From an optimization exercise on the open Yosys and OpenROAD flow, aimed at small area, a short achievable clock period and few clock cycles per item; shortcuts taken in it are not production practice.
No functional check of the RTL was part of any run shown here.

==> flow/design.v, too long to show whole: its modules and the start of the top module <==
// module dtc_core: 579 lines
// module dtc_sqr: 661 lines
module dtc_core (
    input  wire               clk,
    input  wire               rst,           
    input  wire               start,
    input  wire signed [15:0] ia,
    input  wire signed [15:0] ib,
    input  wire signed [15:0] ic,
    input  wire        [11:0] vms,
    input  wire               model_en,
    input  wire signed [15:0] cos_th,
    input  wire signed [15:0] sin_th,
    input  wire signed [23:0] t_ref,
    input  wire signed [23:0] f_ref,
    input  wire        [15:0] rs,
    input  wire        [15:0] kv,
    input  wire        [15:0] ld,
    input  wire        [15:0] lq,
    input  wire signed [23:0] psi_pm,
    input  wire        [14:0] model_gain,
    input  wire        [15:0] tq_gain,
    input  wire        [15:0] i_max,
    input  wire        [22:0] t_max,
    input  wire signed [23:0] f_min,
    input  wire signed [23:0] f_max,
    input  wire        [22:0] ht,
    input  wire        [22:0] hf,
    output wire               ready,
    output reg                done,
    output wire        [2:0]  vec,
    output wire signed [23:0] t_est,
    output reg         [23:0] f_est,
    output wire        [1:0]  tq_code,
    output wire               fx_code,
    output wire        [2:0]  sector,
    output wire               cur_lim,
    output wire               ref_lim,
    output wire               sense_fault,
    output wire        [15:0] switches
);
  // ...
==> flow/run.sh <==
#!/bin/bash
# synth_recipe.tcl (not shown) runs the flow's synth.tcl, then flattens the netlist and writes it again
# the make line also repeats each setting of config.mk as NAME=value (left out here)
make -C /OpenROAD-flow-scripts/flow DESIGN_CONFIG=/design/flow/config.mk WORK_HOME=/design/flow/orfs CLKGATE_MAP_FILE= SYNTH_SCRIPT=/design/flow/synth_recipe.tcl finish
==> flow/config.mk <==
export PLATFORM = sky130hd
export DESIGN_NAME = dtc_core
export DESIGN_NICKNAME = dtc_core
export VERILOG_FILES = /design/flow/design.v
export SDC_FILE = /design/flow/constraint.sdc
export NUM_CORES = 8
export LEC_CHECK = 0
export ABC_CLOCK_PERIOD_IN_PS = 6000
export CAP_MARGIN = 20
export CORE_MARGIN = 2
export CORE_UTILIZATION = 40
export PLACE_DENSITY = 0.6
export SETUP_SLACK_MARGIN = 5
export SLEW_MARGIN = 20
==> flow/constraint.sdc <==
create_clock -name core_clock -period 15.0 [get_ports {clk}]
set_input_delay 3.0000 -clock core_clock [delete_from_list [all_inputs] [get_ports {clk}]]
set_output_delay 3.0000 -clock core_clock [all_outputs]
set_load 0.01 [all_outputs]
==> impl_metrics.csv, run 1 <==
group,metric,value,unit
run_status,status,"no timing/DRC/antenna violations",
floorplan,taps,5952,
synth,synth_compound_area_share,15.2,%
route,wl_met3,73.8,mm
global_route,grt.met1_usage,38.4,%
route,routed_vias,149000,
hold_path,worst_hold_path.num_cells,0,
critical_path,critical_path.max_stage_delay,0.44,ns
synth,synth_largest_type_area_fraction,24.0,%
synth,mappedNetlistNets,24100,
global_route,globalRoute.totalOverflow,0,
critical_path,cp-end-kind,"register",
cells_and_area,areaGrowthSynthToFinish,14.8,%
hold_path,worst_hold_path_type,"reg -> reg",
cells_and_area,num-clock-buffers,214,
synth,netlist-cell-type-count,108,
route,route.antenna.remaining_nets,0,
route,routedLengthMet1,272,mm
placed_design,post_place_setup_slack,2.72,ns
cts,cts-root-buf,"clkbuf_16",
cells_and_area,largest_register_ffs,48,
cells_and_area,highest_count_cells_in_the_layout_ignoring_fill_and_taps,"inv_1, fa_1, ha_1",
floorplan,coreArea,448000,um2
synth,yosysSeqAreaShare,17.8,%
route,drt-total-wl,687,mm
cells_and_area,comb.multi_input.count,14300,
route,wl_met2,289,mm
synth,synthSimpleGateAreaFrac,9.43,%
==> module dtc_core, before the edit <==
module dtc_core (
    input  wire               clk,
    input  wire               rst,           
    input  wire               start,
    input  wire signed [15:0] ia,
    input  wire signed [15:0] ib,
    input  wire signed [15:0] ic,
    input  wire        [11:0] vms,
    input  wire               model_en,
    input  wire signed [15:0] cos_th,
    input  wire signed [15:0] sin_th,
    input  wire signed [23:0] t_ref,
    input  wire signed [23:0] f_ref,
    input  wire        [15:0] rs,
    input  wire        [15:0] kv,
    input  wire        [15:0] ld,
    input  wire        [15:0] lq,
    input  wire signed [23:0] psi_pm,
    input  wire        [14:0] model_gain,
    input  wire        [15:0] tq_gain,
    input  wire        [15:0] i_max,
    input  wire        [22:0] t_max,
    input  wire signed [23:0] f_min,
    input  wire signed [23:0] f_max,
    input  wire        [22:0] ht,
    input  wire        [22:0] hf,
    output wire               ready,
    output reg                done,
    output wire        [2:0]  vec,
    output wire signed [23:0] t_est,
    output reg         [23:0] f_est,
    output wire        [1:0]  tq_code,
    output wire               fx_code,
    output wire        [2:0]  sector,
    output wire               cur_lim,
    output wire               ref_lim,
    output wire               sense_fault,
    output wire        [15:0] switches
);
    function signed [23:0] sat24;
        input signed [47:0] v;
        begin
            if (v > 48'sd8388607)
                sat24 = 24'sd8388607;
            else if (v < -48'sd8388608)
                sat24 = -24'sd8388608;
            else
                sat24 = v[23:0];
        end
    endfunction
    function [16:0] abs16;
        input signed [15:0] v;
        begin
            abs16 = v[15] ? -{v[15], v} : {1'b0, v};
        end
    endfunction
    function [2:0] vcode;      
        input [2:0] n;
        begin
            case (n)
                3'd1: vcode = 3'b100;
                3'd2: vcode = 3'b110;
                3'd3: vcode = 3'b010;
                3'd4: vcode = 3'b011;
                3'd5: vcode = 3'b001;
                default: vcode = 3'b101;
            endcase
        end
    endfunction
    function [2:0] wrap6;       
        input signed [4:0] n;
        begin
            if (n < 5'sd1)
                wrap6 = n + 5'sd6;
            else if (n > 5'sd6)
                wrap6 = n - 5'sd6;
            else
                wrap6 = n[2:0];
        end
    endfunction
    function [47:0] booth;
        input signed [24:0] a;
        input signed [16:0] b;
        input               ng;
        integer i;
        reg [18:0] bx;
        reg [26:0] ax, sl, y;
        reg [2:0]  d;
        reg        n;
        reg [47:0] acc;
        begin
            bx  = {b[16], b, 1'b0};
            ax  = {{2{a[24]}}, a};
            acc = 48'd0;
            for (i = 0; i < 9; i = i + 1) begin
                d  = bx[2 * i +: 3];
                sl = (d[1] ^ d[0]) ? ax
                   : (d == 3'b100 || d == 3'b011) ? {ax[25:0], 1'b0} : 27'd0;
                n  = (d[2] & ~(d[1] & d[0])) ^ ng;
                y  = sl ^ {27{n}};
                acc = acc + ({21'd0, ~y[26], y[25:0]} << (2 * i))
                          + ({47'd0, n} << (2 * i));
            end
            booth = acc;
        end
    endfunction
    localparam [47:0] BK  = 48'hfaaa_ac00_0000;
    localparam [47:0] BK2 = 48'hf555_5800_0000;
    function [23:0] clampu24;
        input signed [26:0] v;
        begin
            if (v[26])
                clampu24 = 24'd0;
            else if (v[25:24] != 2'b00)
                clampu24 = 24'hffffff;
            else
                clampu24 = v[23:0];
        end
    endfunction
    reg [1:0] ph;
    reg       rdy;
    reg       v1, v2, v3;          
    assign ready = rdy;
    wire acc = start & rdy;
    reg [3:0] q1, q2, q3, q4, qs, qe, qb, qr;
    always @(posedge clk) begin
        if (rst) begin
            q1 <= 4'b0001;
            q2 <= 4'b0001;
            q3 <= 4'b0001;
            q4 <= 4'b0001;
            qs <= 4'b0001;
            qe <= 4'b0001;
            qb <= 4'b0001;
            qr <= 4'b0001;
        end else begin
            q1 <= {q1[2:0], q1[3]};
            q2 <= {q2[2:0], q2[3]};
            q3 <= {q3[2:0], q3[3]};
            q4 <= {q4[2:0], q4[3]};
            qs <= {qs[2:0], qs[3]};
            qe <= {qe[2:0], qe[3]};
            qb <= {qb[2:0], qb[3]};
            qr <= {qr[2:0], qr[3]};
        end
    end
    always @(posedge clk) begin
        if (rst) begin
            ph  <= 2'd0;
            rdy <= 1'b0;
            v1  <= 1'b0;
            v2  <= 1'b0;
            v3  <= 1'b0;
        end else begin
            ph  <= ph + 2'd1;
            rdy <= (ph == 2'd2);
            if (ph == 2'd3) begin
                v1 <= acc;
                v2 <= v1;
                v3 <= v2;
            end
        end
    end
    wire signed [17:0] w_sal  = 2 * ia - ib - ic;
    wire signed [16:0] w_sbe  = ib - ic;
    wire signed [17:0] w_isum = ia + ib + ic;
    wire        [16:0] w_aia  = abs16(ia);
    wire        [16:0] w_aib  = abs16(ib);
    wire        [16:0] w_aic  = abs16(ic);
    wire               w_cur  = (w_aia > {1'b0, i_max}) || (w_aib > {1'b0, i_max})
                                || (w_aic > {1'b0, i_max});
    wire signed [23:0] w_tmax = {1'b0, t_max};
    wire signed [23:0] w_thi  = (t_ref > w_tmax) ? w_tmax : t_ref;
    wire signed [23:0] w_tlim = (w_thi < -w_tmax) ? -w_tmax : w_thi;
    wire signed [23:0] w_flo  = (f_ref < f_min) ? f_min : f_ref;
    wire signed [23:0] w_flim = (w_flo > f_max) ? f_max : w_flo;
    wire               w_rlim = (w_tlim != t_ref) || (w_flim != f_ref);
    reg signed [17:0] c_sal, c_isum;
    reg signed [16:0] c_sbe;
    reg               c_cur, c_rlim, c_men;
    reg signed [23:0] c_tlim, c_flim, c_pm;
    reg        [11:0] c_vms;
    reg        [15:0] c_kv, c_rs, c_ld, c_lq, c_tqg, c_imax;
    reg signed [15:0] c_cos, c_sin;
    reg        [14:0] c_g;
    reg        [22:0] c_ht, c_hf;
    always @(posedge clk) begin
        if (rdy) begin
            c_sal  <= w_sal;
            c_sbe  <= w_sbe;
            c_isum <= w_isum;
            c_cur  <= w_cur;
            c_tlim <= w_tlim;
            c_flim <= w_flim;
            c_rlim <= w_rlim;
            c_vms  <= vms;
            c_kv   <= kv;
            c_men  <= model_en;
            c_cos  <= cos_th;
            c_sin  <= sin_th;
            c_rs   <= rs;
            c_ld   <= ld;
            c_lq   <= lq;
            c_pm   <= psi_pm;
            c_g    <= model_gain;
            c_tqg  <= tq_gain;
            c_imax <= i_max;
            c_ht   <= ht;
            c_hf   <= hf;
        end
    end
    reg signed [16:0] fr_ial, fr_ibe;
    reg        [15:0] fr_vstep;
    reg signed [17:0] fr_id, fr_iq;
    reg signed [23:0] fr_pcd, fr_pcq;
    reg signed [20:0] fr_rbe;
    reg signed [23:0] b_pcal, b_pcbe;
    reg signed [20:0] b_ral;
    wire signed [20:0] b_rbe = fr_rbe;
    reg        [14:0] b_v3;
    reg        [15:0] b_vq;
    reg        [14:0] b_g;
    reg signed [16:0] b_ibe, b_ial;
    reg        [15:0] b_tqg;
    reg        [23:0] b_a1, b_t2;
    reg signed [23:0] b_tlim;
    reg        [22:0] b_ht;
    reg               b_cur, b_sense, b_rlim;
    reg signed [23:0] psi_al, psi_be;
    reg signed [23:0] pv_al, pv_be;
    reg signed [24:0] d_al, d_be;
    reg signed [24:0] c_hi;
    reg        [47:0] sq;
    reg        [2:0]  sec_n;
    reg signed [23:0] t_new;
    reg               f_lt1, f_ge2;
    reg signed [23:0] k_tlim;
    reg signed [25:0] k_th, k_tl;
    reg               k_cur, k_sense, k_rlim;
    reg        [2:0]  s_vec;
    reg        [1:0]  s_tq;
    reg               s_fx;
    reg        [15:0] s_sw;
    reg        [1:0]  s_scnt;
    reg               s_sf;
    reg signed [23:0] h_test;
    reg        [2:0]  h_sec;
    reg               h_cur, h_rlim;
    wire signed [23:0] e_sal  = c_sal;
    wire signed [23:0] e_sbe  = c_sbe;
    wire signed [23:0] e_ial  = fr_ial;
    wire signed [23:0] e_ibe  = fr_ibe;
    wire signed [16:0] e_cos  = c_cos;
    wire signed [16:0] e_sin  = c_sin;
    wire signed [16:0] e_rs   = {1'b0, c_rs};
    wire signed [24:0] e_id   = fr_id;
    wire signed [24:0] e_iq   = fr_iq;
    wire signed [24:0] e_ial4 = fr_ial;
    wire signed [23:0] u1_a0 = ({24{q1[0]}} & e_sal) | ({24{q1[1]}} & e_ial)
                             | ({24{q1[2]}} & psi_al) | ({24{q1[3]}} & fr_pcd);
    wire signed [16:0] u1_b0 = ({17{q1[0]}} & 17'sd21845) | ({17{q1[1]}} & e_cos)
                             | ({17{q1[2]}} & b_ibe) | ({17{q1[3]}} & e_cos);
    wire signed [23:0] u1_a1 = ({24{q1[1]}} & e_ibe)
                             | ({24{q1[2]}} & psi_be) | ({24{q1[3]}} & fr_pcq);
    wire signed [16:0] u1_b1 = ({17{q1[1]}} & e_sin)
                             | ({17{q1[2]}} & b_ial) | ({17{q1[3]}} & e_sin);
    wire               u1_n1 = q1[2] | q1[3];
    wire signed [23:0] u2_a0 = ({24{q2[0]}} & e_sbe) | ({24{q2[1] | q2[2]}} & e_ibe)
                             | ({24{q2[3]}} & fr_pcd);
    wire signed [16:0] u2_b0 = ({17{q2[0]}} & 17'sd37837) | ({17{q2[1]}} & e_cos)
                             | ({17{q2[2]}} & e_rs) | ({17{q2[3]}} & e_sin);
    wire signed [23:0] u2_a1 = ({24{q2[1]}} & e_ial) | ({24{q2[3]}} & fr_pcq);
    wire signed [16:0] u2_b1 = ({17{q2[1]}} & e_sin) | ({17{q2[3]}} & e_cos);
    wire               u2_n1 = q2[1];
    wire signed [24:0] u3_a = ({25{q3[0]}} & {13'd0, c_vms}) | ({25{q3[1]}} & d_al)
                            | ({25{q3[2]}} & e_id) | ({25{q3[3]}} & c_hi);
    wire signed [16:0] u3_b = ({17{q3[0]}} & {1'b0, c_kv}) | ({17{q3[1]}} & {2'b00, b_g})
                            | ({17{q3[2]}} & {1'b0, c_ld}) | ({17{q3[3]}} & {1'b0, b_tqg});
    wire signed [41:0] u3_c = ({42{q3[1]}} & {{3{pv_al[23]}}, pv_al, 15'd0})
                            | ({42{q3[2]}} & {{6{c_pm[23]}}, c_pm, 12'd0});
    wire signed [24:0] u4_a = ({25{q4[0]}} & {9'd0, c_imax}) | ({25{q4[1]}} & d_be)
                            | ({25{q4[2]}} & e_iq) | ({25{q4[3]}} & e_ial4);
    wire signed [16:0] u4_b = ({17{q4[0]}} & 17'sd6554) | ({17{q4[1]}} & {2'b00, b_g})
                            | ({17{q4[2]}} & {1'b0, c_lq}) | ({17{q4[3]}} & e_rs);
    wire signed [41:0] u4_c = ({42{q4[1]}} & {{3{pv_be[23]}}, pv_be, 15'd0});
    wire        [47:0] z1 = booth(u1_a0, u1_b0, 1'b0) + booth(u1_a1, u1_b1, u1_n1) + BK2;
    wire        [47:0] z2 = booth(u2_a0, u2_b0, 1'b0) + booth(u2_a1, u2_b1, u2_n1) + BK2;
    wire        [47:0] z3 = booth(u3_a, u3_b, 1'b0) + {{6{u3_c[41]}}, u3_c} + BK;
    wire        [47:0] z4 = booth(u4_a, u4_b, 1'b0) + {{6{u4_c[41]}}, u4_c} + BK;
    wire signed [41:0] y1 = z1[41:0];
    wire signed [41:0] y2 = z2[41:0];
    wire signed [41:0] y3 = z3[41:0];
    wire signed [41:0] y4 = z4[41:0];
    reg         [16:0] fr_thr;
    reg                fr_sense;
    wire        [17:0] a_sum = c_isum[17] ? -c_isum : c_isum;
    wire signed [26:0] w_a1 = (2 * c_flim - $signed({1'b0, c_hf}) + 1) >>> 1;
    wire signed [26:0] w_t2 = (2 * c_flim + $signed({1'b0, c_hf}) + 2) >>> 1;
    wire        [31:0] p_v3 = fr_vstep * 17'd21845;
    wire        [32:0] p_vq = fr_vstep * 17'd37837;
    always @(posedge clk) begin
        if (qe[0]) begin
            fr_ial   <= y1 >>> 16;
            fr_ibe   <= y2 >>> 16;
            fr_vstep <= y3[27:12];
        end
        fr_thr <= y4[32:16];
        if (qe[1])
            fr_sense <= a_sum > {1'b0, fr_thr};
        fr_id  <= y1 >>> 15;
        fr_iq  <= y2 >>> 15;
        fr_pcd <= sat24(y3 >>> 12);
        fr_pcq <= y4 >>> 12;
        if (qe[2])
            fr_rbe <= y2 >>> 12;
        b_pcal  <= sat24(y1 >>> 15);
        b_pcbe  <= sat24(y2 >>> 15);
        b_ral   <= y4 >>> 12;
        b_v3    <= p_v3[30:16];
        b_vq    <= p_vq[31:16];
        if (qe[3]) begin
            b_g     <= c_men ? c_g : 15'd0;
            b_ibe   <= fr_ibe;
            b_ial   <= fr_ial;
            b_tqg   <= c_tqg;
            b_a1    <= clampu24(w_a1);
            b_t2    <= clampu24(w_t2);
            b_tlim  <= c_tlim;
            b_ht    <= c_ht;
            b_cur   <= c_cur;
            b_sense <= fr_sense;
            b_rlim  <= c_rlim;
        end
    end
    wire               c_gth = t_new > k_th;        
    wire               c_ltl = t_new < k_tl;        
    wire               c_gem = t_new >= k_tlim;     
    wire               c_lem = t_new <= k_tlim;     
    wire               c_pos = ~t_new[23] & (t_new != 24'sd0);
    wire               c_neg = t_new[23];
    reg         [1:0]  tq_nx;
    wire               fx_nx = f_lt1 | (~f_ge2 & s_fx);
    always @(*) begin
        if (k_cur)
            tq_nx = c_pos ? 2'b11 : c_neg ? 2'b01 : 2'b00;
        else case (s_tq)
            2'b01:   tq_nx = c_gth ? 2'b11 : c_gem ? 2'b00 : 2'b01;
            2'b11:   tq_nx = c_ltl ? 2'b01 : c_lem ? 2'b00 : 2'b11;
            default: tq_nx = c_ltl ? 2'b01 : c_gth ? 2'b11 : 2'b00;
        endcase
    end
    wire signed [4:0]  vn_p = $signed({2'b00, sec_n}) + (fx_nx ? 5'sd1 : 5'sd2);
    wire signed [4:0]  vn_m = $signed({2'b00, sec_n}) - (fx_nx ? 5'sd1 : 5'sd2);
    wire        [2:0]  vc_z = (s_vec == 3'b000 || s_vec == 3'b100 || s_vec == 3'b010
                               || s_vec == 3'b001) ? 3'b000 : 3'b111;
    wire        [2:0]  vc_p = vcode(wrap6(vn_p));
    wire        [2:0]  vc_m = (vn_m == 5'sd0) ? vc_z : vcode(wrap6(vn_m));
    wire        [2:0]  vec_nx = (tq_nx == 2'b01) ? vc_p : (tq_nx == 2'b11) ? vc_m : vc_z;
    wire        [2:0]  vdiff = s_vec ^ vec_nx;
    wire        [1:0]  nsw   = vdiff[0] + vdiff[1] + vdiff[2];
    wire        [2:0]  vprev = v3 ? vec_nx : s_vec;
    wire               ua2   = (vprev == 3'b100) || (vprev == 3'b011);
    wire               ua_1  = (vprev == 3'b110) || (vprev == 3'b010)
                               || (vprev == 3'b001) || (vprev == 3'b101);
    wire               ua_n  = ~vprev[2] & (vprev[1] | vprev[0]);
    wire               ub_1  = vprev[1] ^ vprev[0];
    wire               ub_n  = ~vprev[1] & vprev[0];
    wire        [16:0] m_al  = ua2 ? {1'b0, b_v3, 1'b0} : ua_1 ? {2'b00, b_v3} : 17'd0;
    wire        [16:0] m_be  = ub_1 ? {1'b0, b_vq} : 17'd0;
    wire signed [25:0] x_mal = {9'd0, m_al} ^ {26{ua_n}};
    wire signed [25:0] x_mbe = {9'd0, m_be} ^ {26{ub_n}};
    wire signed [25:0] p0_al = psi_al - b_ral;
    wire signed [25:0] p0_be = psi_be - b_rbe;
    wire signed [25:0] d0_al = b_pcal + b_ral - psi_al;
    wire signed [25:0] d0_be = b_pcbe + b_rbe - psi_be;
    wire signed [24:0] ds_al = p0_al[25] ? b_pcal + 25'sd8388608 : b_pcal - 25'sd8388607;
    wire signed [24:0] ds_be = p0_be[25] ? b_pcbe + 25'sd8388608 : b_pcbe - 25'sd8388607;
    wire signed [25:0] pr_al = p0_al + x_mal + ua_n;
    wire signed [25:0] pr_be = p0_be + x_mbe + ub_n;
    wire signed [25:0] dr_al = d0_al + ~x_mal + {25'd0, ~ua_n};
    wire signed [25:0] dr_be = d0_be + ~x_mbe + {25'd0, ~ub_n};
    wire               o_al  = pr_al[25:23] != {3{pr_al[25]}};
    wire               o_be  = pr_be[25:23] != {3{pr_be[25]}};
    wire signed [23:0] sv_al = p0_al[25] ? -24'sd8388608 : 24'sd8388607;
    wire signed [23:0] sv_be = p0_be[25] ? -24'sd8388608 : 24'sd8388607;
    wire signed [23:0] w_pv_al = o_al ? sv_al : pr_al[23:0];
    wire signed [23:0] w_pv_be = o_be ? sv_be : pr_be[23:0];
    wire signed [24:0] w_d_al  = o_al ? ds_al : dr_al[24:0];
    wire signed [24:0] w_d_be  = o_be ? ds_be : dr_be[24:0];
    wire signed [41:0] pbe_x = psi_be;
    wire signed [41:0] p_y3 = (pbe_x <<< 16) - (pbe_x <<< 13) - (pbe_x <<< 9)
                              - (pbe_x <<< 6) - (pbe_x <<< 3) - (pbe_x <<< 2);
    wire signed [26:0] y3s  = p_y3 >>> 15;
    wire signed [26:0] sx   = psi_al;
    wire signed [26:0] sp   = sx - y3s;
    wire signed [26:0] sqq  = sx + y3s;
    reg         [2:0]  w_sec;
    always @(*) begin
        if (sp > 0 && sqq >= 0)
            w_sec = 3'd1;
        else if (sp <= 0 && sx > 0)
            w_sec = 3'd2;
        else if (sx <= 0 && sqq > 0)
            w_sec = 3'd3;
        else if (sqq <= 0 && sp < 0)
            w_sec = 3'd4;
        else if (sp >= 0 && sx < 0)
            w_sec = 3'd5;
        else if (sx >= 0 && sqq < 0)
            w_sec = 3'd6;
        else
            w_sec = 3'd1;
    end
    wire        sa_s = qs[2] & psi_al[23];
    wire        sb_s = qs[2] & psi_be[23];
    wire [23:0] sa_y = qs[2] ? {1'b0, psi_al[22:0] ^ {23{psi_al[23]}}} : b_a1;
    wire [23:0] sb_y = qs[2] ? {1'b0, psi_be[22:0] ^ {23{psi_be[23]}}} : b_t2;
    wire [49:0] sq_n = qs[2] ? 50'd0 : {2'b11, ~sq};
    wire [49:0] ra0, ra1, rb0, rb1;
    dtc_sqr u_sqa (.y(sa_y), .s(sa_s), .a1(sq_n), .ci(1'b0), .r0(ra0), .r1(ra1));
    dtc_sqr u_sqb (.y(sb_y), .s(sb_s), .a1(sq_n), .ci(1'b0), .r0(rb0), .r1(rb1));
    wire [49:0] za = ra0 + ra1;
    wire [49:0] zb = rb0 + rb1;
    wire [49:0] w_s = ra0 + ra1 + rb0 + rb1;
    always @(posedge clk) begin
        pv_al <= w_pv_al;
        pv_be <= w_pv_be;
        d_al  <= w_d_al;
        d_be  <= w_d_be;
        if (qb[1] && v2) begin
            psi_al <= y3 >>> 15;
            psi_be <= y4 >>> 15;
        end
        c_hi <= y1 >>> 16;
        if (qb[2])
            sq <= w_s[47:0];
        if (qb[2])
            sec_n <= w_sec;
        t_new  <= sat24(y3 >>> 12);
        f_lt1  <= ~za[49];
        f_ge2  <= zb[49];
        k_tlim <= b_tlim;
        k_th   <= b_tlim + $signed({3'b000, b_ht});
        k_tl   <= b_tlim - $signed({3'b000, b_ht});
        k_cur  <= b_cur;
        k_sense <= b_sense;
        k_rlim <= b_rlim;
        if (rst) begin
            psi_al <= 24'sd0;
            psi_be <= 24'sd0;
        end
    end
    always @(posedge clk) begin
        if (rst) begin
            s_vec  <= 3'b000;
            s_tq   <= 2'b00;
            s_fx   <= 1'b1;
            s_sw   <= 16'd0;
            s_scnt <= 2'd0;
            s_sf   <= 1'b0;
        end else if (qb[0] && v3) begin
            s_vec <= vec_nx;
            s_tq  <= tq_nx;
            s_fx  <= fx_nx;
            s_sw  <= s_sw + nsw;
            if (k_sense) begin
                if (s_scnt == 2'd3)
                    s_sf <= 1'b1;
                else
                    s_scnt <= s_scnt + 2'd1;
            end else begin
                s_scnt <= 2'd0;
            end
        end
        if (qb[0] && v3) begin
            h_test <= t_new;
            h_sec  <= sec_n;
            h_cur  <= k_cur;
            h_rlim <= k_rlim;
        end
    end
    function [50:0] sqstep;    
        input [26:0] rem_i;
        input [23:0] root_i;
        input [1:0]  b;
        reg   [26:0] r;
        reg   [27:0] df;
        begin
            r  = {rem_i[24:0], b};
            df = {1'b0, r} - {2'b00, root_i, 2'b01};
            if (!df[27])
                r = df[26:0];
            sqstep = {r, root_i[22:0], ~df[27]};
        end
    endfunction
    function [50:0] sqrt5;
        input [26:0] rem_i;
        input [23:0] root_i;
        input [9:0]  bits;
        reg   [50:0] x;
        begin
            x = sqstep(rem_i, root_i, bits[9:8]);
            x = sqstep(x[50:24], x[23:0], bits[7:6]);
            x = sqstep(x[50:24], x[23:0], bits[5:4]);
            x = sqstep(x[50:24], x[23:0], bits[3:2]);
            sqrt5 = sqstep(x[50:24], x[23:0], bits[1:0]);
        end
    endfunction
    function [50:0] sqrt4;
        input [26:0] rem_i;
        input [23:0] root_i;
        input [7:0]  bits;
        reg   [50:0] x;
        begin
            x = sqstep(rem_i, root_i, bits[7:6]);
            x = sqstep(x[50:24], x[23:0], bits[5:4]);
            x = sqstep(x[50:24], x[23:0], bits[3:2]);
            sqrt4 = sqstep(x[50:24], x[23:0], bits[1:0]);
        end
    endfunction
    reg  [10:0] ra_rem;         
    reg  [9:0]  ra_root;
    reg  [22:0] rb_rem;         
    reg  [21:0] rb_root;
    reg  [15:0] rb_lo;          
    wire [9:0]  sa_bits = qr[3] ? {4'b0000, sq[47:42]} : sq[41:32];
    wire [50:0] sa_out  = sqrt5(qr[3] ? 27'd0 : {16'd0, ra_rem},
                                qr[3] ? 24'd0 : {14'd0, ra_root}, sa_bits);
    wire [7:0]  sb_bits = ({8{qr[1]}} & sq[31:24]) | ({8{qr[2]}} & sq[23:16])
                        | ({8{qr[3]}} & rb_lo[15:8]) | ({8{qr[0]}} & rb_lo[7:0]);
    wire [26:0] sb_rin  = qr[1] ? {16'd0, ra_rem} : {4'd0, rb_rem};
    wire [23:0] sb_qin  = qr[1] ? {14'd0, ra_root} : {2'd0, rb_root};
    wire [50:0] sb_out  = sqrt4(sb_rin, sb_qin, sb_bits);
    always @(posedge clk) begin
        ra_rem  <= sa_out[34:24];
        ra_root <= sa_out[9:0];
        rb_rem  <= sb_out[46:24];
        rb_root <= sb_out[21:0];
        if (qr[2])
            rb_lo <= sq[15:0];
    end
    reg               v4;
    reg        [2:0]  o_vec;
    reg        [1:0]  o_tq;
    reg               o_fx, o_sf, o_cur, o_rlim;
    reg        [15:0] o_sw;
    reg signed [23:0] o_test;
    reg        [2:0]  o_sec;
    always @(posedge clk) begin
        if (rst) begin
            done <= 1'b0;
            v4   <= 1'b0;
        end else begin
            done <= qr[0] && v4;
            if (qr[3])
                v4 <= v3;
        end
        if (qr[0] && v4)
            f_est <= sb_out[23:0];
        o_vec  <= s_vec;
        o_tq   <= s_tq;
        o_fx   <= s_fx;
        o_sw   <= s_sw;
        o_sf   <= s_sf;
        o_test <= h_test;
        o_sec  <= h_sec;
        o_cur  <= h_cur;
        o_rlim <= h_rlim;
    end
    assign vec         = o_vec;
    assign tq_code     = o_tq;
    assign fx_code     = o_fx;
    assign switches    = o_sw;
    assign sense_fault = o_sf;
    assign t_est       = o_test;
    assign sector      = o_sec;
    assign cur_lim     = o_cur;
    assign ref_lim     = o_rlim;
endmodule
==> inputs of run 2 (changes only) <==
--- a/flow/design.v
+++ b/flow/design.v
@@ -78,34 +78,6 @@
                 wrap6 = n[2:0];
         end
     endfunction
-    function [47:0] booth;
-        input signed [24:0] a;
-        input signed [16:0] b;
-        input               ng;
-        integer i;
-        reg [18:0] bx;
-        reg [26:0] ax, sl, y;
-        reg [2:0]  d;
-        reg        n;
-        reg [47:0] acc;
-        begin
-            bx  = {b[16], b, 1'b0};
-            ax  = {{2{a[24]}}, a};
-            acc = 48'd0;
-            for (i = 0; i < 9; i = i + 1) begin
-                d  = bx[2 * i +: 3];
-                sl = (d[1] ^ d[0]) ? ax
-                   : (d == 3'b100 || d == 3'b011) ? {ax[25:0], 1'b0} : 27'd0;
-                n  = (d[2] & ~(d[1] & d[0])) ^ ng;
-                y  = sl ^ {27{n}};
-                acc = acc + ({21'd0, ~y[26], y[25:0]} << (2 * i))
-                          + ({47'd0, n} << (2 * i));
-            end
-            booth = acc;
-        end
-    endfunction
-    localparam [47:0] BK  = 48'hfaaa_ac00_0000;
-    localparam [47:0] BK2 = 48'hf555_5800_0000;
     function [23:0] clampu24;
         input signed [26:0] v;
         begin
@@ -118,9 +90,9 @@
         end
     endfunction
     reg [1:0] ph;
-    reg       rdy;
+    reg       rdy, rdy_o;
     reg       v1, v2, v3;          
-    assign ready = rdy;
+    assign ready = rdy_o;
     wire acc = start & rdy;
     reg [3:0] q1, q2, q3, q4, qs, qe, qb, qr;
     always @(posedge clk) begin
@@ -148,12 +120,14 @@
         if (rst) begin
             ph  <= 2'd0;
             rdy <= 1'b0;
+            rdy_o <= 1'b0;
             v1  <= 1'b0;
             v2  <= 1'b0;
             v3  <= 1'b0;
         end else begin
             ph  <= ph + 2'd1;
             rdy <= (ph == 2'd2);
+            rdy_o <= qs[2];
             if (ph == 2'd3) begin
                 v1 <= acc;
                 v2 <= v1;
@@ -170,11 +144,16 @@
     wire               w_cur  = (w_aia > {1'b0, i_max}) || (w_aib > {1'b0, i_max})
                                 || (w_aic > {1'b0, i_max});
     wire signed [23:0] w_tmax = {1'b0, t_max};
-    wire signed [23:0] w_thi  = (t_ref > w_tmax) ? w_tmax : t_ref;
-    wire signed [23:0] w_tlim = (w_thi < -w_tmax) ? -w_tmax : w_thi;
-    wire signed [23:0] w_flo  = (f_ref < f_min) ? f_min : f_ref;
-    wire signed [23:0] w_flim = (w_flo > f_max) ? f_max : w_flo;
-    wire               w_rlim = (w_tlim != t_ref) || (w_flim != f_ref);
+    wire signed [23:0] w_ntmax = -w_tmax;
+    wire               w_thi  = t_ref > w_tmax;
+    wire               w_tlo  = t_ref < w_ntmax;
+    wire signed [23:0] w_tlim = w_thi ? w_tmax : w_tlo ? w_ntmax : t_ref;
+    wire               w_flo  = f_ref < f_min;
+    wire               w_fhi  = f_ref > f_max;
+    wire               w_fmm  = f_min > f_max;
+    wire               w_feq  = f_ref == f_max;
+    wire signed [23:0] w_flim = w_flo ? (w_fmm ? f_max : f_min) : (w_fhi ? f_max : f_ref);
+    wire               w_rlim = w_thi | w_tlo | w_fhi | (w_flo & ~w_feq);
     reg signed [17:0] c_sal, c_isum;
     reg signed [16:0] c_sbe;
     reg               c_cur, c_rlim, c_men;
@@ -283,10 +262,11 @@
     wire signed [16:0] u4_b = ({17{q4[0]}} & 17'sd6554) | ({17{q4[1]}} & {2'b00, b_g})
                             | ({17{q4[2]}} & {1'b0, c_lq}) | ({17{q4[3]}} & e_rs);
     wire signed [41:0] u4_c = ({42{q4[1]}} & {{3{pv_be[23]}}, pv_be, 15'd0});
-    wire        [47:0] z1 = booth(u1_a0, u1_b0, 1'b0) + booth(u1_a1, u1_b1, u1_n1) + BK2;
-    wire        [47:0] z2 = booth(u2_a0, u2_b0, 1'b0) + booth(u2_a1, u2_b1, u2_n1) + BK2;
-    wire        [47:0] z3 = booth(u3_a, u3_b, 1'b0) + {{6{u3_c[41]}}, u3_c} + BK;
-    wire        [47:0] z4 = booth(u4_a, u4_b, 1'b0) + {{6{u4_c[41]}}, u4_c} + BK;
+    wire        [47:0] z1, z2, z3, z4;
+    dtc_mul2 u_m1 (.a0(u1_a0), .b0(u1_b0), .a1(u1_a1), .b1(u1_b1), .n1(u1_n1), .y(z1));
+    dtc_mul2 u_m2 (.a0(u2_a0), .b0(u2_b0), .a1(u2_a1), .b1(u2_b1), .n1(u2_n1), .y(z2));
+    dtc_mul1 u_m3 (.a(u3_a), .b(u3_b), .c(u3_c), .y(z3));
+    dtc_mul1 u_m4 (.a(u4_a), .b(u4_b), .c(u4_c), .y(z4));
     wire signed [41:0] y1 = z1[41:0];
     wire signed [41:0] y2 = z2[41:0];
     wire signed [41:0] y3 = z3[41:0];
@@ -493,51 +473,35 @@
             sqstep = {r, root_i[22:0], ~df[27]};
         end
     endfunction
-    function [50:0] sqrt5;
-        input [26:0] rem_i;
-        input [23:0] root_i;
-        input [9:0]  bits;
-        reg   [50:0] x;
-        begin
-            x = sqstep(rem_i, root_i, bits[9:8]);
-            x = sqstep(x[50:24], x[23:0], bits[7:6]);
-            x = sqstep(x[50:24], x[23:0], bits[5:4]);
-            x = sqstep(x[50:24], x[23:0], bits[3:2]);
-            sqrt5 = sqstep(x[50:24], x[23:0], bits[1:0]);
-        end
-    endfunction
-    function [50:0] sqrt4;
+    function [50:0] sqrt3;
         input [26:0] rem_i;
         input [23:0] root_i;
-        input [7:0]  bits;
+        input [5:0]  bits;
         reg   [50:0] x;
         begin
-            x = sqstep(rem_i, root_i, bits[7:6]);
-            x = sqstep(x[50:24], x[23:0], bits[5:4]);
+            x = sqstep(rem_i, root_i, bits[5:4]);
             x = sqstep(x[50:24], x[23:0], bits[3:2]);
-            sqrt4 = sqstep(x[50:24], x[23:0], bits[1:0]);
+            sqrt3 = sqstep(x[50:24], x[23:0], bits[1:0]);
         end
     endfunction
-    reg  [10:0] ra_rem;         
-    reg  [9:0]  ra_root;
-    reg  [22:0] rb_rem;         
-    reg  [21:0] rb_root;
-    reg  [15:0] rb_lo;          
-    wire [9:0]  sa_bits = qr[3] ? {4'b0000, sq[47:42]} : sq[41:32];
-    wire [50:0] sa_out  = sqrt5(qr[3] ? 27'd0 : {16'd0, ra_rem},
-                                qr[3] ? 24'd0 : {14'd0, ra_root}, sa_bits);
-    wire [7:0]  sb_bits = ({8{qr[1]}} & sq[31:24]) | ({8{qr[2]}} & sq[23:16])
-                        | ({8{qr[3]}} & rb_lo[15:8]) | ({8{qr[0]}} & rb_lo[7:0]);
-    wire [26:0] sb_rin  = qr[1] ? {16'd0, ra_rem} : {4'd0, rb_rem};
-    wire [23:0] sb_qin  = qr[1] ? {14'd0, ra_root} : {2'd0, rb_root};
-    wire [50:0] sb_out  = sqrt4(sb_rin, sb_qin, sb_bits);
+    reg  [12:0] ra_rem;         
+    reg  [11:0] ra_root;
+    reg  [24:0] rb_rem;         
+    reg  [20:0] rb_root;
+    reg  [23:0] rb_s;           
+    wire [5:0]  sa_bits = ({6{qr[3]}} & sq[47:42]) | ({6{qr[0]}} & sq[41:36])
+                        | ({6{qr[1]}} & sq[35:30]) | ({6{qr[2]}} & sq[29:24]);
+    wire [50:0] sa_out  = sqrt3({14'd0, ra_rem & {13{~qr[3]}}},
+                                {12'd0, ra_root & {12{~qr[3]}}}, sa_bits);
+    wire [26:0] sb_rin  = qr[3] ? {14'd0, ra_rem} : {2'd0, rb_rem};
+    wire [23:0] sb_qin  = qr[3] ? {12'd0, ra_root} : {3'd0, rb_root};
+    wire [50:0] sb_out  = sqrt3(sb_rin, sb_qin, rb_s[23:18]);
     always @(posedge clk) begin
-        ra_rem  <= sa_out[34:24];
-        ra_root <= sa_out[9:0];
-        rb_rem  <= sb_out[46:24];
-        rb_root <= sb_out[21:0];
-        if (qr[2])
-            rb_lo <= sq[15:0];
+        ra_rem  <= sa_out[36:24];
+        ra_root <= sa_out[11:0];
+        rb_rem  <= sb_out[48:24];
+        rb_root <= sb_out[20:0];
+        rb_s    <= qr[2] ? sq[23:0] : {rb_s[17:0], 6'd0};
     end
     reg               v4;
     reg        [2:0]  o_vec;
@@ -551,21 +515,23 @@
             done <= 1'b0;
             v4   <= 1'b0;
         end else begin
-            done <= qr[0] && v4;
+            done <= qr[2] && v4;
             if (qr[3])
                 v4 <= v3;
         end
-        if (qr[0] && v4)
+        if (qr[2] && v4)
             f_est <= sb_out[23:0];
-        o_vec  <= s_vec;
-        o_tq   <= s_tq;
-        o_fx   <= s_fx;
-        o_sw   <= s_sw;
-        o_sf   <= s_sf;
-        o_test <= h_test;
-        o_sec  <= h_sec;
-        o_cur  <= h_cur;
-        o_rlim <= h_rlim;
+        if (qr[0] && v4) begin
+            o_vec  <= s_vec;
+            o_tq   <= s_tq;
+            o_fx   <= s_fx;
+            o_sw   <= s_sw;
+            o_sf   <= s_sf;
+            o_test <= h_test;
+            o_sec  <= h_sec;
+            o_cur  <= h_cur;
+            o_rlim <= h_rlim;
+        end
     end
     assign vec         = o_vec;
     assign tq_code     = o_tq;
@@ -1238,3 +1204,77 @@
     assign r0 = {a1[49], sq_650, sq_648, sq_646, sq_644, sq_642, sq_640, sq_638, sq_636, sq_634, sq_632, sq_630, sq_628, sq_626, sq_624, sq_622, sq_620, sq_618, sq_616, sq_614, sq_612, sq_610, sq_608, sq_606, sq_604, sq_602, sq_600, sq_598, sq_596, sq_594, sq_592, sq_590, sq_588, sq_586, sq_584, sq_582, sq_580, sq_578, sq_576, sq_574, sq_572, sq_570, sq_568, sq_566, sq_564, sq_562, sq_560, sq_558, sq_556, sq_555};
     assign r1 = {1'b0, a1[48], sq_649, sq_647, sq_645, sq_643, sq_641, sq_639, sq_637, sq_635, sq_633, sq_631, sq_629, sq_627, sq_625, sq_623, sq_621, sq_619, sq_617, sq_615, sq_613, sq_611, sq_609, sq_607, sq_605, sq_603, sq_601, sq_599, sq_597, sq_595, sq_593, sq_591, sq_589, sq_587, sq_585, sq_583, sq_581, sq_579, sq_577, sq_575, sq_573, sq_571, sq_569, sq_567, sq_565, sq_563, sq_561, sq_559, sq_557, ci};
 endmodule
+module dtc_mul2 (
+    input  wire signed [23:0] a0,
+    input  wire signed [16:0] b0,
+    input  wire signed [23:0] a1,
+    input  wire signed [16:0] b1,
+    input  wire               n1,
+    output wire        [47:0] y
+);
+    function [47:0] booth;
+        input signed [24:0] a;
+        input signed [16:0] b;
+        input               ng;
+        integer i;
+        reg [18:0] bx;
+        reg [26:0] ax, sl, y;
+        reg [2:0]  d;
+        reg        n;
+        reg [47:0] acc;
+        begin
+            bx  = {b[16], b, 1'b0};
+            ax  = {{2{a[24]}}, a};
+            acc = 48'd0;
+            for (i = 0; i < 9; i = i + 1) begin
+                d  = bx[2 * i +: 3];
+                sl = (d[1] ^ d[0]) ? ax
+                   : (d == 3'b100 || d == 3'b011) ? {ax[25:0], 1'b0} : 27'd0;
+                n  = (d[2] & ~(d[1] & d[0])) ^ ng;
+                y  = sl ^ {27{n}};
+                acc = acc + ({21'd0, ~y[26], y[25:0]} << (2 * i))
+                          + ({47'd0, n} << (2 * i));
+            end
+            booth = acc;
+        end
+    endfunction
+    localparam [47:0] BK  = 48'hfaaa_ac00_0000;
+    localparam [47:0] BK2 = 48'hf555_5800_0000;
+    assign y = booth(a0, b0, 1'b0) + booth(a1, b1, n1) + BK2;
+endmodule
+module dtc_mul1 (
+    input  wire signed [24:0] a,
+    input  wire signed [16:0] b,
+    input  wire signed [41:0] c,
+    output wire        [47:0] y
+);
+    function [47:0] booth;
+        input signed [24:0] a;
+        input signed [16:0] b;
+        input               ng;
+        integer i;
+        reg [18:0] bx;
+        reg [26:0] ax, sl, y;
+        reg [2:0]  d;
+        reg        n;
+        reg [47:0] acc;
+        begin
+            bx  = {b[16], b, 1'b0};
+            ax  = {{2{a[24]}}, a};
+            acc = 48'd0;
+            for (i = 0; i < 9; i = i + 1) begin
+                d  = bx[2 * i +: 3];
+                sl = (d[1] ^ d[0]) ? ax
+                   : (d == 3'b100 || d == 3'b011) ? {ax[25:0], 1'b0} : 27'd0;
+                n  = (d[2] & ~(d[1] & d[0])) ^ ng;
+                y  = sl ^ {27{n}};
+                acc = acc + ({21'd0, ~y[26], y[25:0]} << (2 * i))
+                          + ({47'd0, n} << (2 * i));
+            end
+            booth = acc;
+        end
+    endfunction
+    localparam [47:0] BK  = 48'hfaaa_ac00_0000;
+    localparam [47:0] BK2 = 48'hf555_5800_0000;
+    assign y = booth(a, b, 1'b0) + {{6{c[41]}}, c} + BK;
+endmodule
==> run 2 against run 1 <==
  * Synthesized area up 0.62%
  * Clock skew grew 0.022 ns
  * Fmax decreased by 6.9%
  * Critical path type unchanged
  * Critical endpoint is now b_pcbe[18]
  * Highest routed layer unchanged
==> impl_metrics.csv, run 2 <==
group,metric,value,unit
cells_and_area,drive_gt1_share,10.2,%
critical_path,cp.buffers_inverters,5,
critical_path,worst_ep_arrival_time,11.80,ns
critical_path,cp_top_family,"compound AO/OA/AOI/OAI gates",
cells_and_area,registers.top_by_ff_count,"sq",
global_route,groute.layer.met3.usage,8.86,%
sta,timing.max_slew.rel_slack,18.7,%
cells_and_area,final_net_count,24900,
sta,rsz0062_at_grt,"yes",
cells_and_area,footprint_of_the_multi_input_gates,138000,um2
global_route,maximum_number_of_pins_on_one_net_before_global_route_repair,82,
critical_path,crit-reg2reg-capture,"b_pcbe[18]",
synth,synth_largest_type_area_fraction,22.2,%
global_route,via_count_of_the_first_global_routing_pass,149000,
sta,final_critical_path_setup_slack,4.09,ns
critical_path,setup.worst_path.start_class,"register",
hold_path,whs_endpoint,"k_cur",
critical_path,critical_path_class,"reg -> reg",
synth,yosysSeqAreaShare,18.1,%
cts,post_cts_hold_buffer_count,0,
route,route.antenna.remaining_nets,0,
hold_path,worst_hold_path_type,"reg -> reg",
synth,postSynth.asyncResetShare,0,%
synth,synth_enable_flop_cells,719,
route,drc,0,
floorplan,die_height,677,um
synth,cell_type_with_the_largest_total_area_after_synthesis,"fa_1",
synth,netlist-cell-type-count,97,
synth,synth.area.top_cells,"fa_1, ha_1, edfxtp_1",
cts,tritoncts.num_buffers,159,
placed_design,post-dp-hpwl,539,mm
sta,fmax,0.0917,GHz
critical_path,ff2ff_setup_slack,4.09,ns
placed_design,io_buffers,472,
placed_design,gp_congestion,1.00,
global_route,track_usage,29.4,%
cells_and_area,fin_util,46.1,%
cells_and_area,mostFrequentLayoutCell,"inv_1",
cells_and_area,area.sequential,32800,um2
sta,final-max-slew-violation-count,0,
floorplan,floorplan.initialDensity,40.1,%
cells_and_area,layout.filler_cells,43200,
synth,postSynthRegisterBits,1274,
floorplan,num_io_pins,474,
cts,cts.clk_slew.worst_paths,0.06,ns
critical_path,cp-end-kind,"register",
route,drt-pass1-iter-count,10,
sta,worstMarginPinSlew,1.22,ns
cts,cts-root-buf,"clkbuf_16",
critical_path,worst_ep_required_time,15.89,ns
global_route,globalRoute.totalOverflow,0,
route,drt-total-wl,692,mm
sta,setup-violations-final,0,
critical_path,worst_path_max_delay_cell,"a21o_1",
critical_path,path_common_cell,"fa_1",
floorplan,coreArea,452000,um2
job,max_cap_violations,0,
sta,min_period,10.91,ns
route,drt-vias-per-instance,5.70,
synth,commonest_register_cell_after_synthesis,"edfxtp_1",
global_route,global_route.peak_usage_layer,"met2",
critical_path,worstRegToRegCells,38,
synth,netlist_top_cells_count,"inv_1, ha_1, fa_1",
critical_path,critical_path.max_stage_delay,0.71,ns
global_route,met2_usage,43.4,%
synth,post_synth.cell_area_avg,9.09,um2
synth,yosysMostFrequentCell,"inv_1",
route,initial_drc_count,16000,
synth,mappedNetlistNets,24400,
route,routed_vias,152000,
cts,tritoncts,"built",
hold_path,worst_hold_path.num_cells,0,
floorplan,dieWidth,677,um
synth,ys.warnings.count,3,
critical_path,r2r-start,"q2[2]",
run_status,status,"no timing/DRC/antenna violations",
sta,final.setup.tns,0,ns
cts,cts.htree.levels,4,
synth,post_synth_instance_area,181000,um2
route,detail_route.wl_per_cell,26.0,um
sta,post-route-period-util,72.7,%
sta,hold_violations,0,
global_route,grt.met1_usage,38.5,%
cts,clk_path_buf_depth,4,
floorplan,floorplan.rows,247,
cells_and_area,largest_register_ffs,48,
cts,clock_latency,0.96,ns
cells_and_area,areaGrowthSynthToFinish,14.9,%
placed_design,post_place_setup_slack,1.81,ns
global_route,number_of_antenna_violations_at_the_first_check_in_global_routing,85,
hold_path,hold_start,"b_cur",
cts,clock_sink_count,1274,
cells_and_area,highest_count_cells_in_the_layout_ignoring_fill_and_taps,"inv_1, fa_1, ha_1",
synth,post_synth_inst_count,19900,
sta,worst_clock_skew,0.135,ns
floorplan,die_area,458000,um2
global_route,grt_first_pass_wirelength,1000,mm
critical_path,timing.critical_path.fanout_max,20,
==> run 2: cell count changes in the layout (fill, tap and decap cells not counted), sizes merged, moves of 70 or more <==
| cell | delta |
|---|---|
| fa | -151 |
| nand2b | +82 |
| ha | +98 |
| nor2 | +96 |
| nand2 | -76 |
| diode | -70 |
| inv | +82 |
==> run 2: worst register-to-register path, delay by kind of cell (launching register included) <==
family	cells	cell delay (ns)
AOI/OAI and AO/OA	15	4.08
xor gates and xnor gates	3	0.53
adders and majority gates	8	3.75
buffers and inverters	5	0.38
DFF	1	0.66
and+or+nand+nor	7	1.51
==> run 2: metal layers <==
metal / vias up / wire length [um]
met5: - / 806
met4: 84 / 47500
met3: 1697 / 78900
met2: 7476 / 287000
met1: 74800 / 278000
li1: 67800 / -
==> run 2: layout make-up <==
class | count | area share (%)
inverters | 3238 | 5.89
multi-input cells | 14500 | 66.1
repair inverters | 2 | 0.00661
well taps | 5976 | 3.59
clock inverters | 91 | 0.509
diodes | 33 | 0.0397
flip-flops and latches | 1274 | 15.8
repair buffers | 1281 | 5.99
clock buffers | 200 | 2.07
==> run 2: kinds of logic after synthesis <==
logic type / synth area share, %
AO/OA/AOI/OAI: 15.7
buffers and inverters: 8.61
adder cells (fa/ha/maj): 36.2
AND/OR/NAND/NOR: 9.83
XOR/XNOR: 10.3
flip-flops: 18.1
multiplexers: 1.32
==> run 2: per-stage QoR <==
stage          area, um2  cells  hold slack (ns)
5_1_grt           208000  26600            0.362
3_3_place_gp      194000  25900            0.329
4_1_cts           204000  26400            0.348
3_5_place_dp      194000  25900            0.341
6_report          208000  26600            0.344
2_1_floorplan     182000  19900            0.323
==> run 2: worst max path at each step <==
stage,depth (start not counted),end,slack [ns],from
CTS,49,b_pcbe[18],4.26,c_sin[1]
detailed placement,45,b_pcbe[20],1.81,c_sin[1]
global placement,45,b_pcbe[20],1.91,c_sin[1]
global route,48,b_pcbe[3],3.72,c_sin[1]
floorplan,57,b_pcal[15],4.52,q1[2]
finish,38,b_pcbe[18],4.09,q2[2]
==> run 2: what timing repair did <==
action                     4_1_cts  5_1_grt
cloned                          33       10
hold endpoints to repair         0        0
setup endpoints to repair      381      323
gates resized for setup        537      470
pin swaps                      190      228
buffers inserted               241      161
==> inputs of run 3 (changes only) <==
--- a/flow/config.mk
+++ b/flow/config.mk
@@ -8,7 +8,7 @@
 export ABC_CLOCK_PERIOD_IN_PS = 6000
 export CAP_MARGIN = 20
 export CORE_MARGIN = 2
-export CORE_UTILIZATION = 40
-export PLACE_DENSITY = 0.6
+export CORE_UTILIZATION = 60
+export PLACE_DENSITY = 0.75
 export SETUP_SLACK_MARGIN = 5
 export SLEW_MARGIN = 20
==> run 3 against run 2 <==
  * Critical path depth rose by 9
  * Wire length fell by 3.9%
==> impl_metrics.csv, run 3 <==
group,metric,value,unit
synth,mappedNetlistNets,24400,
cells_and_area,final_net_count,24900,
sta,fmax,0.0915,GHz
cts,clock_sink_count,1274,
route,drt-total-wl,665,mm
synth,postSynth.asyncResetShare,0,%
floorplan,die_area,306000,um2
cells_and_area,areaGrowthSynthToFinish,13.1,%
placed_design,post-dp-hpwl,506,mm
synth,synth_largest_type_area_fraction,22.2,%
cts,cts-root-buf,"clkbuf_16",
critical_path,path_common_cell,"a21oi_2",
cells_and_area,drive_gt1_share,9.74,%
critical_path,worst_ep_arrival_time,11.72,ns
sta,post-route-period-util,72.9,%
sta,hold_violations,0,
cts,clk_path_buf_depth,4,
floorplan,num_io_pins,474,
sta,timing.max_slew.rel_slack,18.2,%
sta,hold_ws,0.352,ns
synth,synth_enable_flop_cells,719,
floorplan,floorplan.initialDensity,60.4,%
critical_path,worst_ep_required_time,15.79,ns
run_status,status,"no timing/DRC/antenna violations",
route,routed_vias,155000,
route,route.antenna.remaining_nets,0,
synth,yosysSeqAreaShare,18.1,%
synth,postSynthRegisterBits,1274,
critical_path,critical_path.max_stage_delay,0.64,ns
cts,cts.clk_slew.worst_paths,0.06,ns
route,initial_drc_count,19700,
cts,tritoncts.num_buffers,152,
sta,worst_clock_skew,0.0898,ns
cells_and_area,mostFrequentLayoutCell,"inv_1",
global_route,globalRoute.totalOverflow,0,
critical_path,timing.critical_path.fanout_max,6,
cells_and_area,registers.top_by_ff_count,"sq",
floorplan,die_height,553,um
critical_path,setup.worst_path.start_class,"register",
placed_design,placedInstanceArea,191000,um2
sta,setup-violations-final,0,
cells_and_area,highest_count_cells_in_the_layout_ignoring_fill_and_taps,"inv_1, fa_1, ha_1",
sta,final.setup.tns,0,ns
route,drc,0,
critical_path,cp-end-kind,"register",
synth,netlist-cell-type-count,97,
synth,netlist_top_cells_count,"inv_1, ha_1, fa_1",
synth,synth.area.top_cells,"fa_1, ha_1, edfxtp_1",
job,max_cap_violations,0,
hold_path,worst_hold_path_type,"reg -> reg",
cts,clock_latency,0.93,ns
synth,cell_type_with_the_largest_total_area_after_synthesis,"fa_1",
cts,cts.htree.levels,4,
sta,rsz0062_at_grt,"yes",
cts,post_cts_hold_buffer_count,0,
critical_path,worst_path_max_delay_cell,"o211ai_1",
placed_design,gp_congestion,1.09,
sta,min_period,10.93,ns
sta,final-max-slew-violation-count,0,
synth,post_synth.cell_area_avg,9.09,um2
floorplan,coreArea,300000,um2
global_route,grt_first_pass_wirelength,976,mm
cells_and_area,layout.cell_area.non_filler,205000,um2
placed_design,io_buffers,472,
floorplan,floorplan.rows,201,
synth,ys.warnings.count,3,
synth,post_synth_inst_count,19900,
cts,tritoncts,"built",
critical_path,ff2ff_setup_slack,4.07,ns
route,drt-pass1-iter-count,10,
synth,commonest_register_cell_after_synthesis,"edfxtp_1",
critical_path,critical_path_class,"reg -> reg",
cells_and_area,largest_register_ffs,48,
floorplan,dieWidth,553,um
global_route,via_count_of_the_first_global_routing_pass,152000,
global_route,number_of_antenna_violations_at_the_first_check_in_global_routing,94,
synth,post_synth_instance_area,181000,um2
route,drt-vias-per-instance,6.31,
synth,yosysMostFrequentCell,"inv_1",
global_route,maximum_number_of_pins_on_one_net_before_global_route_repair,93,
global_route,track_usage,42.7,%
route,detail_route.wl_per_cell,27.0,um
sta,worstMarginPinSlew,1.21,ns
==> run 3: repair_timing <==
item,4_1_cts,5_1_grt
setup endpoints to repair,364,302
cloned,43,6
gates resized for setup,539,343
setup buffers,299,111
pin swaps,270,190
==> run 3: layer usage <==
layer | vias to the layer above | part of all wire (%) | track usage [%]
li1 | 67700 | - | -
met2 | 10100 | 41 | 62.1
met5 | - | 0.048 | 0
met4 | 48 | 7.7 | 26.8
met3 | 2461 | 15 | 16.4
met1 | 75100 | 36 | 53.1
==> run 3: metrics by stage <==
| step | setup slack [ns] | cells | utilization, % |
|---|---|---|---|
| 5_1_grt | 3.71 | 24600 | 68.2 |
| 3_5_place_dp | 2.02 | 23800 | 63.7 |
| 3_3_place_gp | 2.22 | 23800 | 63.7 |
| 6_report | 4.07 | 24600 | 68.3 |
| 4_1_cts | 4.35 | 24400 | 67.3 |
| 2_1_floorplan | 4.52 | 19900 | - |
==> run 3: worst max-delay path, delay by kind of cell, from the launching register on <==
family / cells / cell delay [ns]
compound gates: 26 / 4.91
fa+ha+maj: 8 / 3.46
simple gates: 6 / 0.94
buf+inv: 5 / 0.64
flops: 1 / 0.55
xor+xnor: 2 / 0.34
==> run 3: path summary, 6_finish.rpt <==
| check | endpoint | start | cells after the start |
|---|---|---|---|
| min reg2reg | k_cur | b_cur | 0 |
| max reg2reg | b_pcbe[0] | c_sin[0] | 47 |
| max | b_pcbe[0] | c_sin[0] | 47 |
| min | k_cur | b_cur | 0 |
==> run 3: layout make-up <==
| class | instances | area, um2 |
|---|---|---|
| multi-input combinational | 14500 | 137000 |
| fill | 23500 | 95200 |
| sequential | 1274 | 32800 |
| inverter | 3238 | 12300 |
| timing repair buffer | 1266 | 12200 |
| tap | 3958 | 4950 |
| clock buffer | 192 | 4140 |
| clock inverter | 84 | 997 |
| antenna | 57 | 143 |
| timing repair inverter | 2 | 16.3 |
==> run 3: kinds of logic (layout without fill, tap and decap cells) <==
logic type | after synthesis | in the layout | share of synthesized area, %
DFF | 1274 | 1274 | 18.1
xor gates and xnor gates | 2129 | 2130 | 10.3
adders and majority gates | 4032 | 4032 | 36.2
AOI/OAI and AO/OA | 4282 | 4294 | 15.7
muxes | 228 | 228 | 1.32
and+or+nand+nor | 3840 | 3853 | 9.83
buffers and inverters | 4148 | 4782 | 8.61
other | 0 | 57 | 0
==> inputs of run 4 (changes only) <==
--- a/flow/design.v
+++ b/flow/design.v
@@ -154,26 +154,31 @@
     wire               w_feq  = f_ref == f_max;
     wire signed [23:0] w_flim = w_flo ? (w_fmm ? f_max : f_min) : (w_fhi ? f_max : f_ref);
     wire               w_rlim = w_thi | w_tlo | w_fhi | (w_flo & ~w_feq);
-    reg signed [17:0] c_sal, c_isum;
+    reg signed [17:0] c_sal;
+    reg        [17:0] c_aisum;
     reg signed [16:0] c_sbe;
     reg               c_cur, c_rlim, c_men;
     reg signed [23:0] c_tlim, c_flim, c_pm;
     reg        [11:0] c_vms;
     reg        [15:0] c_kv, c_rs, c_ld, c_lq, c_tqg, c_imax;
+    wire       [17:0] w_aisum = w_isum[17] ? -w_isum : w_isum;
+    always @(posedge clk) begin
+        c_sal   <= w_sal;
+        c_sbe   <= w_sbe;
+        c_aisum <= w_aisum;
+        c_vms   <= vms;
+        c_kv    <= kv;
+        c_imax  <= i_max;
+    end
     reg signed [15:0] c_cos, c_sin;
     reg        [14:0] c_g;
     reg        [22:0] c_ht, c_hf;
     always @(posedge clk) begin
         if (rdy) begin
-            c_sal  <= w_sal;
-            c_sbe  <= w_sbe;
-            c_isum <= w_isum;
             c_cur  <= w_cur;
             c_tlim <= w_tlim;
             c_flim <= w_flim;
             c_rlim <= w_rlim;
-            c_vms  <= vms;
-            c_kv   <= kv;
             c_men  <= model_en;
             c_cos  <= cos_th;
             c_sin  <= sin_th;
@@ -183,7 +188,6 @@
             c_pm   <= psi_pm;
             c_g    <= model_gain;
             c_tqg  <= tq_gain;
-            c_imax <= i_max;
             c_ht   <= ht;
             c_hf   <= hf;
         end
@@ -261,32 +265,33 @@
                             | ({25{q4[2]}} & e_iq) | ({25{q4[3]}} & e_ial4);
     wire signed [16:0] u4_b = ({17{q4[0]}} & 17'sd6554) | ({17{q4[1]}} & {2'b00, b_g})
                             | ({17{q4[2]}} & {1'b0, c_lq}) | ({17{q4[3]}} & e_rs);
-    wire signed [41:0] u4_c = ({42{q4[1]}} & {{3{pv_be[23]}}, pv_be, 15'd0});
+    wire signed [41:0] u4_c = ({42{q4[1]}} & {{3{pv_be[23]}}, pv_be, 15'd0})
+                            | ({42{q4[0]}} & {8'd0, c_aisum, 16'd0});
+    wire               u4_n = q4[0];
     wire        [47:0] z1, z2, z3, z4;
     dtc_mul2 u_m1 (.a0(u1_a0), .b0(u1_b0), .a1(u1_a1), .b1(u1_b1), .n1(u1_n1), .y(z1));
     dtc_mul2 u_m2 (.a0(u2_a0), .b0(u2_b0), .a1(u2_a1), .b1(u2_b1), .n1(u2_n1), .y(z2));
-    dtc_mul1 u_m3 (.a(u3_a), .b(u3_b), .c(u3_c), .y(z3));
-    dtc_mul1 u_m4 (.a(u4_a), .b(u4_b), .c(u4_c), .y(z4));
+    dtc_mul1 u_m3 (.a(u3_a), .b(u3_b), .n(1'b0), .c(u3_c), .y(z3));
+    dtc_mul1 u_m4 (.a(u4_a), .b(u4_b), .n(u4_n), .c(u4_c), .y(z4));
     wire signed [41:0] y1 = z1[41:0];
     wire signed [41:0] y2 = z2[41:0];
     wire signed [41:0] y3 = z3[41:0];
     wire signed [41:0] y4 = z4[41:0];
-    reg         [16:0] fr_thr;
     reg                fr_sense;
-    wire        [17:0] a_sum = c_isum[17] ? -c_isum : c_isum;
     wire signed [26:0] w_a1 = (2 * c_flim - $signed({1'b0, c_hf}) + 1) >>> 1;
     wire signed [26:0] w_t2 = (2 * c_flim + $signed({1'b0, c_hf}) + 2) >>> 1;
     wire        [31:0] p_v3 = fr_vstep * 17'd21845;
-    wire        [32:0] p_vq = fr_vstep * 17'd37837;
+    wire        [32:0] vs_x = fr_vstep;
+    wire        [32:0] p_vq = (vs_x << 15) + (vs_x << 12) + (vs_x << 10) - (vs_x << 6)
+                            + (vs_x << 4) - (vs_x << 2) + vs_x;
     always @(posedge clk) begin
         if (qe[0]) begin
             fr_ial   <= y1 >>> 16;
             fr_ibe   <= y2 >>> 16;
             fr_vstep <= y3[27:12];
         end
-        fr_thr <= y4[32:16];
-        if (qe[1])
-            fr_sense <= a_sum > {1'b0, fr_thr};
+        if (qe[0])
+            fr_sense <= ~y4[41] & (y4 != 42'sd0);
         fr_id  <= y1 >>> 15;
         fr_iq  <= y2 >>> 15;
         fr_pcd <= sat24(y3 >>> 12);
@@ -1245,6 +1250,7 @@
 module dtc_mul1 (
     input  wire signed [24:0] a,
     input  wire signed [16:0] b,
+    input  wire               n,
     input  wire signed [41:0] c,
     output wire        [47:0] y
 );
@@ -1276,5 +1282,5 @@
     endfunction
     localparam [47:0] BK  = 48'hfaaa_ac00_0000;
     localparam [47:0] BK2 = 48'hf555_5800_0000;
-    assign y = booth(a, b, 1'b0) + {{6{c[41]}}, c} + BK;
+    assign y = booth(a, b, n) + {{6{c[41]}}, c} + BK;
 endmodule
==> flow/flow/run.sh (new file) <==
#!/bin/bash
# The standard layout (the standard.sh, unchanged synthesis, floorplan,
# placement, clock tree and routing) with a tighter target for the timing
# repair: the resizer works until the setup slack at the design's clock
# period is at least 7 ns. The constraints and the clock are the design's.
set -euo pipefail
bash standard.sh SETUP_SLACK_MARGIN=7 finish > standard.log 2>&1
==> flow/standard.sh (new file) <==
#!/bin/bash
# synth_recipe.tcl (not shown) runs the flow's synth.tcl, then flattens the netlist and writes it again
# the make line also repeats each setting of config.mk as NAME=value (left out here)
make -C /OpenROAD-flow-scripts/flow DESIGN_CONFIG=/design/flow/config.mk WORK_HOME=/design/flow/orfs CLKGATE_MAP_FILE= SYNTH_SCRIPT=/design/flow/synth_recipe.tcl "${@:-finish}"
==> flow/config.mk (replaced) <==
export PLATFORM = sky130hd
export DESIGN_NAME = dtc_core
export DESIGN_NICKNAME = dtc_core
export VERILOG_FILES = /design/flow/design.v
export SDC_FILE = /design/flow/constraint.sdc
export NUM_CORES = 8
export LEC_CHECK = 0
export CAP_MARGIN = 20
export CORE_MARGIN = 2
export CORE_UTILIZATION = 40
export PLACE_DENSITY = 0.6
export SLEW_MARGIN = 20
removed: flow/run.sh
==> run 4 against run 3 <==
  * Still clean on timing, DRC and antenna
  * Critical path depth is 7 lower
  * Synthesized area is 0.32% lower
  * Worst hold slack worse by 0.0094 ns
  * Sequential share of layout area is 1.6 points lower
  * Critical path type unchanged
  * Critical endpoint is now b_pcal[21]
==> impl_metrics.csv, run 4 <==
group,metric,value,unit
run_status,status,"no timing/DRC/antenna violations",
cts,cts.htree.levels,4,
global_route,track_usage,30.7,%
critical_path,r2r-start,"fr_ibe[5]",
route,initial_drc_count,16600,
cts,clock_latency,0.94,ns
cells_and_area,mostFrequentLayoutCell,"inv_1",
sta,final.setup.tns,0,ns
route,drc,0,
critical_path,worst_path_max_delay_cell,"nand2_1",
cells_and_area,highest_count_cells_in_the_layout_ignoring_fill_and_taps,"inv_1, fa_1, ha_1",
critical_path,timing.critical_path.fanout_max,16,
synth,ys.warnings.count,3,
floorplan,floorplan.rows,246,
sta,worst_clock_skew,0.0683,ns
synth,yosysMostFrequentCell,"inv_1",
critical_path,setup.worst_path.start_class,"register",
cells_and_area,registers.top_by_ff_count,"sq",
sta,post-route-period-util,76.5,%
synth,netlist_top_cells_count,"inv_1, fa_1, ha_1",
route,drt-pass1-iter-count,10,
critical_path,cp_top_family,"compound AO/OA/AOI/OAI gates",
critical_path,worstRegToRegCells,40,
sta,worstMarginPinSlew,1.21,ns
synth,commonest_register_cell_after_synthesis,"dfxtp_1",
cells_and_area,drive_gt1_share,16.7,%
synth,yosysSeqAreaShare,17.6,%
synth,mappedNetlistNets,24400,
cts,tritoncts.num_buffers,159,
route,drt-total-wl,724,mm
synth,synth_enable_flop_cells,622,
critical_path,worst_ep_required_time,15.77,ns
hold_path,worst_hold_path_type,"reg -> reg",
floorplan,die_area,457000,um2
cts,clk_path_buf_depth,4,
synth,netlist-cell-type-count,114,
critical_path,worst_ep_arrival_time,12.26,ns
cts,cts-root-buf,"clkbuf_16",
synth,postSynth.asyncResetShare,0,%
sta,fmax,0.0871,GHz
global_route,globalRoute.totalOverflow,0,
[run 4: cell count changes in the layout (fill, tap and decap cells not counted), sizes merged, moves of 74 or more]
cell and change:
nand2 +91, edfxtp -97, buf +643, nor2 -98, o21ai +74, xor2 -90
xnor2 +122, dfxtp +97
[run 4: per-layer routing]
metal	global-route usage, %	routed length, um	up-vias
met1	38.1	278000	77200
met5	0	156	-
met2	46.6	312000	7910
met4	20.6	59400	22
met3	8.46	75300	2069
li1	-	-	69400
[run 4: worst reg2reg max path, delay by kind of cell (launching register included)]
family                   cells  cell delay [ns]
AO/OA/AOI/OAI               24             5.40
adder cells (fa/ha/maj)      8             3.56
AND/OR/NAND/NOR              3             1.29
flip-flops                   1             0.58
XOR/XNOR                     2             0.28
buffers and inverters        3             0.25
[run 4: repair_timing]
item / CTS / global route
buffers inserted: 681 / 315
gates resized for setup: 1555 / 819
setup endpoints to repair: 440 / 447
gates cloned: 58 / 14
pin swaps: 621 / 531
[run 4: worst paths after layout]
check,to,slack (ns)
min,k_rlim,0.34
max reg2reg,b_pcal[21],3.52
min reg2reg,k_rlim,0.34
max,b_pcal[21],3.52
[run 4: final cells by class]
class / count / area, um2
Antenna cell: 67 / 168
Timing Repair inverter: 5 / 36.3
Timing Repair Buffer: 1920 / 19300
Multi-Input combinational cell: 14600 / 144000
Clock buffer: 192 / 4330
Tap cell: 5952 / 7450
Inverter: 3251 / 12400
Clock inverter: 100 / 987
Sequential cell: 1274 / 31800
Fill cell: 41500 / 229000
[run 4: logic make-up after synthesis]
family / share of synthesized area, %
mux: 1.26
simple gates: 9.93
flops: 17.6
fa+ha+maj: 35.6
buf+inv: 8.75
compound gates: 16.4
xor+xnor: 10.5
[run 4: through the flow]
stage | cells | setup WS [ns]
finish | 27400 | 3.52
global route | 27300 | 3.35
CTS | 27000 | 3.88
detailed placement | 26000 | 1.68
global placement | 26000 | 1.85
floorplan | 20100 | 4.09

-- what the ideal ports hide --
The results above use ideal ports. As a check the final layouts listed here were re-extracted and re-timed, cells and wires unchanged. Step 1 sets driving cells, clkbuf_16 on the clock port and buf_2 on the other inputs (assumed; they add their load-dependent delay and slew). Step 2 adds t to the input delays and takes it off the output delays; t is the mean of the earliest and latest rising clock arrival at the registers after step 1. Input paths then give back, and output paths get back, about the clock's delay inside the block. Slacks: ideal / step 1 / step 2; pairs: ideal / step 1.
run | t, ns | setup WS [ns] | clock arrival spread, ns | worst slew at a driven data input, ns
run 1 | 1.012 | 4.843 / 4.843 / 4.686 | 0.114 / 0.113 | 0.32
run 2 | 1.012 | 4.092 / 4.092 / 4.092 | 0.138 / 0.137 | 0.21
run 3 | 0.994 | 4.069 / 4.069 / 4.069 | 0.090 / 0.090 | 0.26
run 4 | 1.022 | 3.519 / 3.519 / 3.519 | 0.071 / 0.071 | 0.13
After both steps setup and hold are still met in every run listed. For run 1, which loses most, drivers alone change the setup slack by 0.000 ns; drivers and shift together by -0.157 ns.
